Background: an optimization exercise with open tools, aiming at small area, a short achievable clock period and few clock cycles per item. Do not read the settings as production practice.
Function was not checked in any run shown here: the RTL went through the layout flow alone.
Power and IR drop assume default switching activity.

--- config.mk ---
export PLATFORM = sky130hd
export DESIGN_NAME = mf_thresh
export DESIGN_NICKNAME = mf_thresh
export VERILOG_FILES = /design/flow/design.v
export SDC_FILE = /design/flow/constraint.sdc
export NUM_CORES = 4
export LEC_CHECK = 0
export CAP_MARGIN = 30
export CORE_MARGIN = 2
export CORE_UTILIZATION = 30
export PLACE_DENSITY = 0.5
export SLEW_MARGIN = 30
--- constraint.sdc ---
create_clock -name core_clock -period 18.0 [get_ports {clk}]
set_input_delay 3.6000 -clock core_clock [delete_from_list [all_inputs] [get_ports {clk}]]
set_output_delay 3.6000 -clock core_clock [all_outputs]
set_load 0.01 [all_outputs]
--- design.v ---
module mf_thresh #(
    parameter T = 8
) (
    input  wire               clk,
    input  wire               rst,           
    input  wire               in_valid,
    output wire               in_ready,
    input  wire               in_kind,       
    input  wire        [15:0] in_chan,
    input  wire signed [31:0] in_value,
    input  wire        [7:0]  in_flags,      
    input  wire        [15:0] in_tout,       
    input  wire        [15:0] in_tag,
    input  wire        [2:0]  in_thr,
    input  wire        [2:0]  in_field,      
    input  wire        [31:0] in_data,
    output wire               rep_valid,
    input  wire               rep_ready,
    output reg         [2:0]  rep_thr,
    output reg         [1:0]  rep_old,
    output reg         [1:0]  rep_new,
    output reg  signed [31:0] rep_value,
    output reg         [15:0] rep_tag
);
    localparam [1:0] UNKNOWN = 2'd0, BELOW = 2'd1, INSIDE = 2'd2, ABOVE = 2'd3;
    localparam [15:0] NONE = 16'hFFFF;
    integer t;
    reg        [15:0] chan  [0:T-1];
    reg signed [31:0] upper [0:T-1];
    reg signed [31:0] lower [0:T-1];
    reg        [31:0] hyst  [0:T-1];
    reg        [15:0] dwell [0:T-1];
    reg        [1:0]  zone  [0:T-1];
    reg        [1:0]  cand  [0:T-1];
    reg        [15:0] rem   [0:T-1];
    reg        [15:0] tl    [0:T-1];
    reg  rdy;
    assign in_ready = rdy;
    reg               s1v, s1k, s1clr, s1skip;
    reg        [15:0] s1chan;
    reg signed [31:0] s1val;
    reg        [15:0] s1tout, s1tag;
    reg               s2v, s2k, s2clr, s2skip;
    reg        [T-1:0] s2m, s2gtu, s2ltl, s2hu, s2hl, s2ne;
    reg signed [31:0] s2val;
    reg        [15:0] s2tout, s2tag;
    reg               rv;
    reg        [T-1:0] gf;
    reg        [1:0]  gold [0:T-1];
    reg        [1:0]  gnew [0:T-1];
    assign rep_valid = rv;
    reg        [2:0]  sph;           
    reg        [2:0]  sidx;
    reg        [3:0]  scnt;
    reg        [15:0] sdw, stl, sq, sr, sp;
    reg               ssat;
    wire s2go = s2v & (s2k | (~rv & ~|s2ne));
    wire s1go = ~s2v | s2go;
    wire [2:0] s1thr   = s1chan[2:0];
    wire [2:0] s1field = s1chan[5:3];
    reg [T-1:0] c_m, c_gtu, c_ltl, c_hu, c_hl, c_ne;
    reg signed [32:0] du, dl;
    always @* begin
        for (t = 0; t < T; t = t + 1) begin
            c_m[t] = s1v && !s1k && (chan[t] != NONE) && (chan[t] == s1chan);
            du = {upper[t][31], upper[t]} - {s1val[31], s1val};    
            dl = {s1val[31], s1val} - {lower[t][31], lower[t]};    
            c_gtu[t] = du[32];
            c_ltl[t] = dl[32];
            c_hu[t]  = du[31:0] <= hyst[t];
            c_hl[t]  = dl[31:0] <= hyst[t];
            if (s2v && !s2k && s2m[t] && !s2skip)
                c_ne[t] = c_m[t] && !s1skip && (s2tout != s1tout);
            else
                c_ne[t] = c_m[t] && !s1skip && (tl[t] != s1tout) && (rem[t] != 16'd0);
        end
    end
    wire [2:0]  w_thr   = s2tag[2:0];
    wire [2:0]  w_field = s2tag[5:3];
    reg [T-1:0] fire, upd;
    reg [1:0]   z0 [0:T-1];
    reg [1:0]   cc [0:T-1];
    reg [1:0]   n_zone [0:T-1];
    reg [1:0]   n_cand [0:T-1];
    reg [15:0]  n_rem  [0:T-1];
    reg [1:0]   cd0;
    reg [15:0]  r0, rs;
    reg [16:0]  dd;
    reg         same, cont, ok, wt;
    always @* begin
        for (t = 0; t < T; t = t + 1) begin
            z0[t] = s2clr ? UNKNOWN : zone[t];
            cd0   = s2clr ? UNKNOWN : cand[t];
            r0    = s2clr ? 16'd0 : rem[t];
            if (s2gtu[t])                       cc[t] = ABOVE;
            else if (s2ltl[t])                  cc[t] = BELOW;
            else if (z0[t] == ABOVE && s2hu[t]) cc[t] = ABOVE;
            else if (z0[t] == BELOW && s2hl[t]) cc[t] = BELOW;
            else                                cc[t] = INSIDE;
            same = cc[t] == z0[t];
            cont = (cc[t] == cd0) && (r0 != 16'd0);
            rs   = cont ? r0 : dwell[t];
            dd   = {1'b0, rs} - {1'b0, s2tout};
            ok   = dd[16] || (dd[15:0] == 16'd0);           
            fire[t] = !s2k && s2m[t] && !s2skip && !same && ok;
            wt   = s2k && (w_thr == t) && (w_field <= 3'd4);
            upd[t] = (!s2k && s2m[t]) || wt;
            if (s2k) begin
                n_zone[t] = (w_field == 3'd0) ? UNKNOWN : zone[t];
                n_cand[t] = (w_field == 3'd0) ? UNKNOWN : cand[t];
                n_rem[t]  = 16'd0;
            end else if (s2skip) begin
                n_zone[t] = z0[t];
                n_cand[t] = cd0;
                n_rem[t]  = r0;
            end else begin
                n_zone[t] = (!same && ok) ? cc[t] : z0[t];
                n_cand[t] = cc[t];
                n_rem[t]  = (same || ok) ? 16'd0 : dd[15:0];
            end
        end
    end
    wire [T-1:0] ff  = fire & (~fire + 1'b1);
    wire [T-1:0] gff = gf & (~gf + 1'b1);
    reg  [2:0]   ff_thr, gff_thr;
    reg  [1:0]   ff_old, ff_new, gff_old, gff_new;
    always @* begin
        ff_thr = 3'd0; ff_old = 2'd0; ff_new = 2'd0;
        gff_thr = 3'd0; gff_old = 2'd0; gff_new = 2'd0;
        for (t = 0; t < T; t = t + 1) begin
            if (ff[t]) begin
                ff_thr = ff_thr | t[2:0];
                ff_old = ff_old | z0[t];
                ff_new = ff_new | cc[t];
            end
            if (gff[t]) begin
                gff_thr = gff_thr | t[2:0];
                gff_old = gff_old | gold[t];
                gff_new = gff_new | gnew[t];
            end
        end
    end
    wire [T-1:0] s_low  = s2ne & (~s2ne + 1'b1);
    wire [16:0]  s_r2   = {sr, sq[15]};
    wire [16:0]  s_r2m  = s_r2 - {1'b0, stl};
    wire [17:0]  s_p2   = {1'b0, sp, 1'b0} + (s_r2m[16] ? 18'd0 : {2'b00, s2tout});
    wire [16:0]  s_left = {1'b0, sdw} - {1'b0, sp};
    wire [15:0]  s_res  = (ssat || s_left[16] || s_left[15:0] == 16'd0) ? 16'd1 : s_left[15:0];
    wire         s_need = (rem[sidx] != 16'd0) && (tl[sidx] != s2tout);
    wire        s1v_n = (in_valid & rdy) | (s1v & ~s1go);
    wire        s2v_n = s1go ? s1v : s2v;
    wire        s2k_n = s1go ? s1k : s2k;
    reg [T-1:0] s2ne_n;
    reg         rv_n;
    always @* begin
        s2ne_n = s2ne;
        if (s1go) s2ne_n = c_ne;
        else if ((sph == 3'd1 && !s_need) || sph == 3'd4) s2ne_n = s2ne & ~(8'd1 << sidx);
        rv_n = rv;
        if (s2go && !s2k) rv_n = |fire;
        else if (rv && rep_ready && gf == {T{1'b0}}) rv_n = 1'b0;
    end
    always @(posedge clk) begin
        if (rst) begin
            rdy  <= 1'b1;
            s1v  <= 1'b0;
            s2v  <= 1'b0;
            s2ne <= {T{1'b0}};
            rv   <= 1'b0;
            gf   <= {T{1'b0}};
            sph  <= 3'd0;
            for (t = 0; t < T; t = t + 1) begin
                chan[t]  <= NONE;
                upper[t] <= 32'sh7FFFFFFF;
                lower[t] <= 32'sh80000000;
                hyst[t]  <= 32'd0;
                dwell[t] <= 16'd0;
                zone[t]  <= UNKNOWN;
                cand[t]  <= UNKNOWN;
                rem[t]   <= 16'd0;
            end
        end else begin
            rdy <= ~s1v_n | ~s2v_n | s2k_n | (~rv_n & ~|s2ne_n);
            s1v <= s1v_n;
            if (rdy) begin
                s1k    <= in_kind;
                s1chan <= in_kind ? {10'd0, in_field, in_thr} : in_chan;
                s1clr  <= in_flags[7];
                s1skip <= in_flags[0] | in_flags[1];
                s1val  <= in_kind ? in_data : in_value;
                s1tout <= in_tout;
                s1tag  <= in_tag;
            end
            if (s1go && s1v && s1k) begin
                for (t = 0; t < T; t = t + 1) begin
                    if (s1thr == t) begin
                        case (s1field)
                            3'd0: chan[t]  <= s1val[15:0];
                            3'd1: upper[t] <= s1val;
                            3'd2: lower[t] <= s1val;
                            3'd3: hyst[t]  <= s1val;
                            default: ;
                        endcase
                    end
                end
            end
            s2v  <= s2v_n;
            s2ne <= s2ne_n;
            if (s1go) begin
                s2k    <= s1k;
                s2m    <= c_m;
                s2clr  <= s1clr;
                s2skip <= s1skip;
                s2val  <= s1val;
                s2tout <= s1tout;
                s2tag  <= s1k ? {10'd0, s1chan[5:0]} : s1tag;
                s2gtu  <= c_gtu;
                s2ltl  <= c_ltl;
                s2hu   <= c_hu;
                s2hl   <= c_hl;
            end
            if (s2go) begin
                for (t = 0; t < T; t = t + 1) begin
                    if (upd[t]) begin
                        zone[t] <= n_zone[t];
                        cand[t] <= n_cand[t];
                        rem[t]  <= n_rem[t];
                        if (!s2k && !s2skip) tl[t] <= s2tout;
                    end
                    if (s2k && w_thr == t && w_field == 3'd4)
                        dwell[t] <= s2val[15:0];
                end
            end
            rv <= rv_n;
            if (s2go && !s2k) begin
                rep_thr   <= ff_thr;
                rep_old   <= ff_old;
                rep_new   <= ff_new;
                rep_value <= s2val;
                rep_tag   <= s2tag;
                gf        <= fire & ~ff;
                for (t = 0; t < T; t = t + 1) begin
                    gold[t] <= z0[t];
                    gnew[t] <= cc[t];
                end
            end else if (rv && rep_ready && gf != {T{1'b0}}) begin
                rep_thr <= gff_thr;
                rep_old <= gff_old;
                rep_new <= gff_new;
                gf      <= gf & ~gff;
            end
            case (sph)
                3'd0: if (s2v && !s2k && s2ne != {T{1'b0}}) begin
                    sph <= 3'd1;
                    for (t = T - 1; t >= 0; t = t - 1)
                        if (s_low[t]) sidx <= t[2:0];
                end
                3'd1: begin
                    sdw <= dwell[sidx];
                    stl <= tl[sidx];
                    sq  <= rem[sidx];
                    sph <= s_need ? 3'd2 : 3'd0;
                end
                3'd2: begin
                    sq   <= sdw - sq;
                    sr   <= 16'd0;
                    sp   <= 16'd0;
                    ssat <= 1'b0;
                    scnt <= 4'd0;
                    sph  <= 3'd3;
                end
                3'd3: begin
                    scnt <= scnt + 4'd1;
                    sq   <= {sq[14:0], 1'b0};
                    sr   <= s_r2m[16] ? s_r2[15:0] : s_r2m[15:0];
                    sp   <= s_p2[15:0];
                    ssat <= ssat | (s_p2[17:16] != 2'd0);
                    if (scnt == 4'd15) sph <= 3'd4;
                end
                default: begin
                    sph <= 3'd0;
                    rem[sidx] <= s_res;
                    tl[sidx]  <= s2tout;
                end
            endcase
        end
    end
endmodule
--- run.sh ---
#!/bin/bash
# synth_recipe.tcl (not shown) runs the flow's synth.tcl, then flattens the netlist and writes it again
# the make line also repeats each setting of config.mk as NAME=value (left out here)
make -C /OpenROAD-flow-scripts/flow DESIGN_CONFIG=/design/flow/config.mk WORK_HOME=/design/flow/orfs CLKGATE_MAP_FILE= SYNTH_SCRIPT=/design/flow/synth_recipe.tcl finish
==> key figures, run 1 <==
Clock network
  • Setup bufs post-CTS: 0
  • Post-CTS sizing: 0
  • Sink Count: ~1,700
  • Clock Tree Root: clkbuf_16
  • CTS Buffer Depth: 4
  • H-Tree Depth: 4
  • Worst-path clk slew: 0.07 ns
  • CTS tree: done
  • CTS Hold Bufs: 0
  • Cts bufs inserted: 209
  • Clock latency (worst-skew pair): 0.93 ns

Worst setup path
  • CP max stage cell: a2111oi_4
  • WP data required: 18.82 ns
  • Reg-to-reg critical path endpoint: rdy
  • R2R Setup Slk: 9.87 ns
  • Reg2reg start: s2clr
  • Type of destination of the critical path: flip-flop
  • Crit Path Category: flip-flop to flip-flop
  • R2R cell count: 25
  • Critical Path AT: 8.95 ns
  • Crit path max fanout: 31
  • Crit path launch type: flip-flop
  • CP peak stage delay: 0.98 ns

STA
  • Worst Tran Pin Value: about 1.1 ns
  • Final hold viol count: 0
  • Setup violations, final: 0
  • Setup TNS Final: 0 ns
  • Tmin final: 8.132 ns
  • Worst hold slack: 0.4087 ns
  • Clock Skews: 0.06268 ns
  • Tcrit/Tclk final: 45.18%
  • Slew headroom: between 20% and 30%
  • RSZ-0062 raised after global routing: no
  • Setup ws final: between 9 and 10 ns
  • Fin. max-slew vios: 0
  • Upper clock frequency limit: 0.1230 GHz

Synth
  • Syn_nets: 15,030
  • Cell taking the most area after synthesis: dfxtp_1
  • Largest cells by area after synthesis: dfxtp_1, edfxtp_1, ha_1
  • Post-Syn Area: 116,200 um2
  • Yosys top cell area share: 18.57%
  • Ys async rst share: 0%
  • Syn_area_per_cell: 8.513 um2
  • Syn Inst Count: about 14,000
  • Synth top cells by count: nand2_1, a21oi_1, ha_1, dfxtp_1, inv_1
  • Netlist cell types: between 100 and 150
  • Primary FF master, synth: dfxtp_1
  • Post-synthesis sequential area ratio: 34.51%
  • Post-synth EDFFs: just over 600
  • Yosys warns: 15
  • Most frequent cell after synthesis: nand2_1
  • Yosys reg bits: 1,695

Place
  • Port bufs: 182
  • DP Worst Slack: between 9 and 10 ns
  • Placer congestion estimate: 0.9654
  • Dpl hpwl: 320,100 um

Min path
  • Hold Crit Depth: 0
  • Hold path endpoint: rep_tag[7]
  • Tightest Hold Check Type: flip-flop to flip-flop
  • Hold_sp: s2tag[7]

Floorplan
  • Initial Util: between 30% and 40%
  • Die Height: 626.4 um
  • Core area: approximately 390,000 um2
  • Io pins: 188
  • Row Count: 228
  • Die area: about 400,000 um2
  • Die W: 626.4 um

GRT
  • Total grt overflow: 0
  • First-pass GRT wire length: 644,200 um
  • Vias in the first global route: 94,110
  • Tot GR Track Use: 21.95%
  • Initial antenna violation count: 32
  • Pin count of the biggest net entering global routing: 185

Finish
  • Layout cell share with drive strength beyond 1: between 6 and 7%
  • # nets final: 15,070
  • Area Overhead vs Synth: 13.68%

Pwr
  • Pwr dens: 79.65 nW/um2
  • Leakage: 48.21 nW
  • VDD IR max: around 0.00008 V
  • Final Power: 10.52 mW

Route
  • DRC: 0
  • Vias per inst: 5.281
  • DRT iter0 DRCs: 9,185
  • Post-DRT Antenna Nets: 0
  • Via count: 100,600
  • WL/cell: 23.36 um
  • Drt first pass iters: 7
  • Drt total wl: ~440,000 um

Job
  • Max_cap viols: 0

Outcome
  • Status: timing/DRC/antenna clean
==> layout by cell type (no fill, tap or decap), types with 194 or more instances in the layout <==
cell type	count
clkbuf_16	218
nor2_1	591
o211ai_1	241
xor2_1	353
dfxtp_1	1078
ha_1	1216
xnor2_1	493
nor2b_1	254
nand3_1	194
a21o_1	286
o21ai_0	524
buf_4	255
nand4_1	248
edfxtp_1	617
nand2_1	2287
mux2i_1	229
a21oi_1	1330
inv_1	818
==> area by class of cell <==
cell class                      instances  area [um2]
Fill cell                           40350      253600
Multi-Input combinational cell      10490       70950
Sequential cell                      1695       40110
Tap cell                             5175        6475
Clock buffer                          276        5973
Timing Repair Buffer                  464        4204
Inverter                              839        3158
Clock inverter                        109        1230
Antenna cell                            5       12.51
==> sequential cells by signal (all words and copies together), names as in the netlist, 32 cells and up <==
register   flops
hyst         256
lower        256
upper        256
chan         128
dwell        128
rem          128
tl           128
rep_value     32
s1val         32
s2val         32
==> report_power, final <==
| part | internal [mW] | switching (mW) | leakage [nW] |
|---|---|---|---|
| Clock | 2.65 | 1.87 | 3.55 |
| Combinational | 0.722 | 1.16 | 30.0 |
| Sequential | 4.03 | 0.0886 | 14.6 |
==> cells by family after synthesis <==
group	share of synthesized area, %
XOR/XNOR	6.399
AO/OA/AOI/OAI	19.16
flip-flops	34.51
adder cells (fa/ha/maj)	13.57
multiplexers	3.823
buffers and inverters	4.849
AND/OR/NAND/NOR	17.68
==> routing by layer <==
layer	GRT usage (%)	wire length (um)	share of wire, %	vias to the layer above
li1	-	-	-	48900
met1	29.56	197100	44	47660
met2	34.62	195300	44	3247
met3	3.102	28820	6.5	803
met4	10.14	23760	5.3	2
met5	0	9	0.0020	-
==> stage by stage <==
step	instances	util [%]	instance area [um2]
2_1_floorplan	13650	-	116200
3_3_place_gp	18650	32.30	124600
3_5_place_dp	18660	32.37	124900
4_1_cts	19050	34.24	132100
5_1_grt	19050	34.25	132100
6_report	19050	34.25	132100
==> critical path, delay by kind of cell (launching register included) <==
family	cells	cell delay (ns)
AOI/OAI and AO/OA	10	3.01
xor gates and xnor gates	1	0.17
adders and majority gates	2	0.69
buffers and inverters	3	0.65
DFF	1	0.39
and+or+nand+nor	9	3.10
==> worst max path at each step <==
stage / depth (start not counted) / slack [ns] / to / start
after detailed placement: 25 / 9.92 / rep_new[0] / s2clr
final: 25 / 9.87 / rdy / s2clr
after floorplan: 4 / 8.79 / s2clr / rst
after global routing: 25 / 9.56 / rdy / s2clr
after global placement: 25 / 9.93 / rep_new[0] / s2clr
after CTS: 25 / 9.89 / rep_new[0] / s2clr
==> run 2, diff against run 1 <==
--- a/config.mk
+++ b/config.mk
@@ -7,6 +7,6 @@
 export LEC_CHECK = 0
 export CAP_MARGIN = 30
 export CORE_MARGIN = 2
-export CORE_UTILIZATION = 30
-export PLACE_DENSITY = 0.5
+export CORE_UTILIZATION = 55
+export PLACE_DENSITY = 0.7
 export SLEW_MARGIN = 30
==> key figures, run 2 <==
Clock network
  • Post-CTS sizing: 0
  • Setup bufs post-CTS: 0
  • H-Tree Depth: 4
  • Worst-path clk slew: 0.07 ns
  • Cts bufs inserted: 190
  • CTS tree: done
  • Clock latency (worst-skew pair): 0.88 ns
  • CTS Hold Bufs: 0
  • Clock Tree Root: clkbuf_16
  • CTS Buffer Depth: 3
  • Sink Count: between 1,500 and 2,000

Finish
  • # nets final: 15,010
  • Most frequent cells in the layout: nand2_1, a21oi_1, ha_1
  • Most common cell after layout, fill and taps aside: nand2_1
  • Top Registers: hyst (256), lower (256), upper (256)
  • Final Non-Filler Cells: 16,620
  • Layout cell share with drive strength beyond 1: 6.421%
  • Area Overhead vs Synth: 10.24%

Worst setup path
  • WP data required: 18.78 ns
  • Crit Path Category: flip-flop to flip-flop
  • Crit path max fanout: 41
  • Type of destination of the critical path: flip-flop
  • Crit path launch type: flip-flop
  • Reg-to-reg critical path endpoint: rdy
  • R2R Setup Slk: 9.83 ns
  • CP max stage cell: a2111oi_4
  • CP peak stage delay: 0.91 ns
  • Critical Path AT: 8.96 ns
  • R2R cell count: 25
  • Reg2reg start: s2clr

Pwr
  • Final Power: 10.13 mW
  • Leakage: 47.64 nW
  • Pwr dens: 79.05 nW/um2
  • VDD IR max: between 0.0001 and 0.00015 V

Min path
  • Hold Crit Depth: 0
  • Hold path endpoint: rep_tag[9]
  • Hold_sp: s2tag[9]
  • Tightest Hold Check Type: flip-flop to flip-flop

Synth
  • Ys async rst share: 0%
  • Synth top cells by count: nand2_1, a21oi_1, ha_1, dfxtp_1, inv_1
  • Yosys warns: 15
  • Syn_nets: 15,030
  • Primary FF master, synth: dfxtp_1
  • Post-synth EDFFs: 617
  • Syn Inst Count: 13,650
  • Syn_area_per_cell: around 8.5 um2
  • Netlist cell types: 109
  • Cell taking the most area after synthesis: dfxtp_1
  • Yosys top cell area share: ~19%
  • Most frequent cell after synthesis: nand2_1
  • Post-synthesis sequential area ratio: 34.51%
  • Post-Syn Area: 116,200 um2
  • Yosys reg bits: 1,695
  • Largest cells by area after synthesis: dfxtp_1, edfxtp_1, ha_1

Route
  • Via count: 104,900
  • WL/cell: about 25 um
  • Vias per inst: 6.314
  • DRT iter0 DRCs: 10,820
  • Drt total wl: 412,200 um
  • DRC: 0
  • Drt first pass iters: 7
  • Post-DRT Antenna Nets: 0

Floorplan
  • Die Height: 463.7 um
  • Row Count: roughly 170
  • Initial Util: a little under three fifths
  • Die W: 463.7 um
  • Io pins: 188
  • Die area: around 210,000 um2
  • Core area: 209,800 um2

STA
  • RSZ-0062 raised after global routing: no
  • Tcrit/Tclk final: a little under half
  • Final hold viol count: 0
  • Setup violations, final: 0
  • Setup ws final: 9.826 ns
  • Fin. max-slew vios: 0
  • Clock Skews: between 0.03 and 0.04 ns
  • Slew headroom: a little under a quarter
  • Worst Tran Pin Value: approximately 1.2 ns
  • Tmin final: 8.174 ns
  • Worst hold slack: 0.4156 ns
  • Upper clock frequency limit: between 0.1 and 0.15 GHz
  • Setup TNS Final: 0 ns

Place
  • DP Worst Slack: 10.17 ns
  • Dpl hpwl: 298,700 um
  • Port bufs: 182
  • Placer congestion estimate: 1.104
  • Placed insts: 16,240

Outcome
  • Status: timing/DRC/antenna clean

GRT
  • Total grt overflow: 0
  • Tot GR Track Use: 36.82%
  • First-pass GRT wire length: a little over 600,000 um
  • Pin count of the biggest net entering global routing: ~180
  • Vias in the first global route: 99,430
  • Initial antenna violation count: 15

Job
  • Max_cap viols: 0
[run 2: cell counts after synthesis]
No cell type changed its count.
[run 2: per-layer routing]
metal | global-route usage (%) | part of all wire (%)
met1 | 45.41 | 39
met2 | 57.84 | 44
met3 | 7.515 | 9.5
met4 | 25.32 | 8.2
met5 | 0 | 0.019
[run 2: how the worst max path moves through the flow]
stage | startpoint | to | slack, ns | depth (start not counted)
floorplan | rst | s2clr | 8.79 | 4
global placement | s2clr | rdy | 10.29 | 25
detailed placement | s2clr | rdy | 10.17 | 25
CTS | s2clr | rdy | 10.11 | 25
global route | s2clr | rdy | 9.65 | 25
finish | s2clr | rdy | 9.83 | 25
[run 2: final cells by class]
cell class / instances / area [um2]
multi-input combinational: 10490 / 70920
clock buffer: 249 / 5306
clock inverter: 107 / 1256
timing repair buffer: 422 / 3816
fill: 18090 / 81670
inverter: 839 / 3158
tap: 2805 / 3510
sequential: 1695 / 40110
antenna: 15 / 37.54
[run 2: cell families after synthesis]
| logic type | Yosys count | synth area share (%) |
|---|---|---|
| AO/OA/AOI/OAI | 3528 | 19.16 |
| XOR/XNOR | 849 | 6.399 |
| adder cells (fa/ha/maj) | 1244 | 13.57 |
| buffers and inverters | 1469 | 4.849 |
| flip-flops | 1695 | 34.51 |
| multiplexers | 375 | 3.823 |
| AND/OR/NAND/NOR | 4491 | 17.68 |
[run 2: critical path, delay by kind of cell (launching register included)]
kind	cells	cell delay [ns]
flip-flops	1	0.32
XOR/XNOR	1	0.23
AO/OA/AOI/OAI	10	3.13
AND/OR/NAND/NOR	10	2.75
adder cells (fa/ha/maj)	2	0.70
buffers and inverters	2	0.93
[run 2: stage by stage]
| step | cell area (um2) | utilization (%) |
|---|---|---|
| 6_report | 128100 | 61.07 |
| 3_5_place_dp | 121400 | 57.86 |
| 4_1_cts | 127900 | 60.99 |
| 3_3_place_gp | 121100 | 57.75 |
| 2_1_floorplan | 116200 | - |
| 5_1_grt | 128100 | 61.05 |
[run 2: power breakdown]
| part | total [mW] | internal [mW] | switching [mW] |
|---|---|---|---|
| clock | 4.15 | 2.41 | 1.74 |
| combinational | 1.85 | 0.718 | 1.13 |
| sequential | 4.13 | 4.03 | 0.0990 |

what the ideal ports hide:
The results above use ideal ports. As a check the final layouts listed here were re-extracted and re-timed, cells and wires unchanged. Step 1: set_driving_cell puts a clkbuf_16 on clk and a buf_2 on each other input, an assumption about the parent block. Step 2 moves the port delays by t, midway between the first and last clock arrival at a register: inputs arrive t later, outputs are due t later. That takes back most of the time a late clock gives input paths. Slacks: no drivers / after step 1 / after step 2; pairs: no drivers / after step 1.
run | shift t [ns] | slack for setup (ns) | cell pins on the clock port's net
run 1 | 1.000 | 9.868 / 9.868 / 9.868 | 1
run 2 | 0.951 | 9.826 / 9.826 / 9.826 | 1
After both steps setup and hold are still met in every run listed.
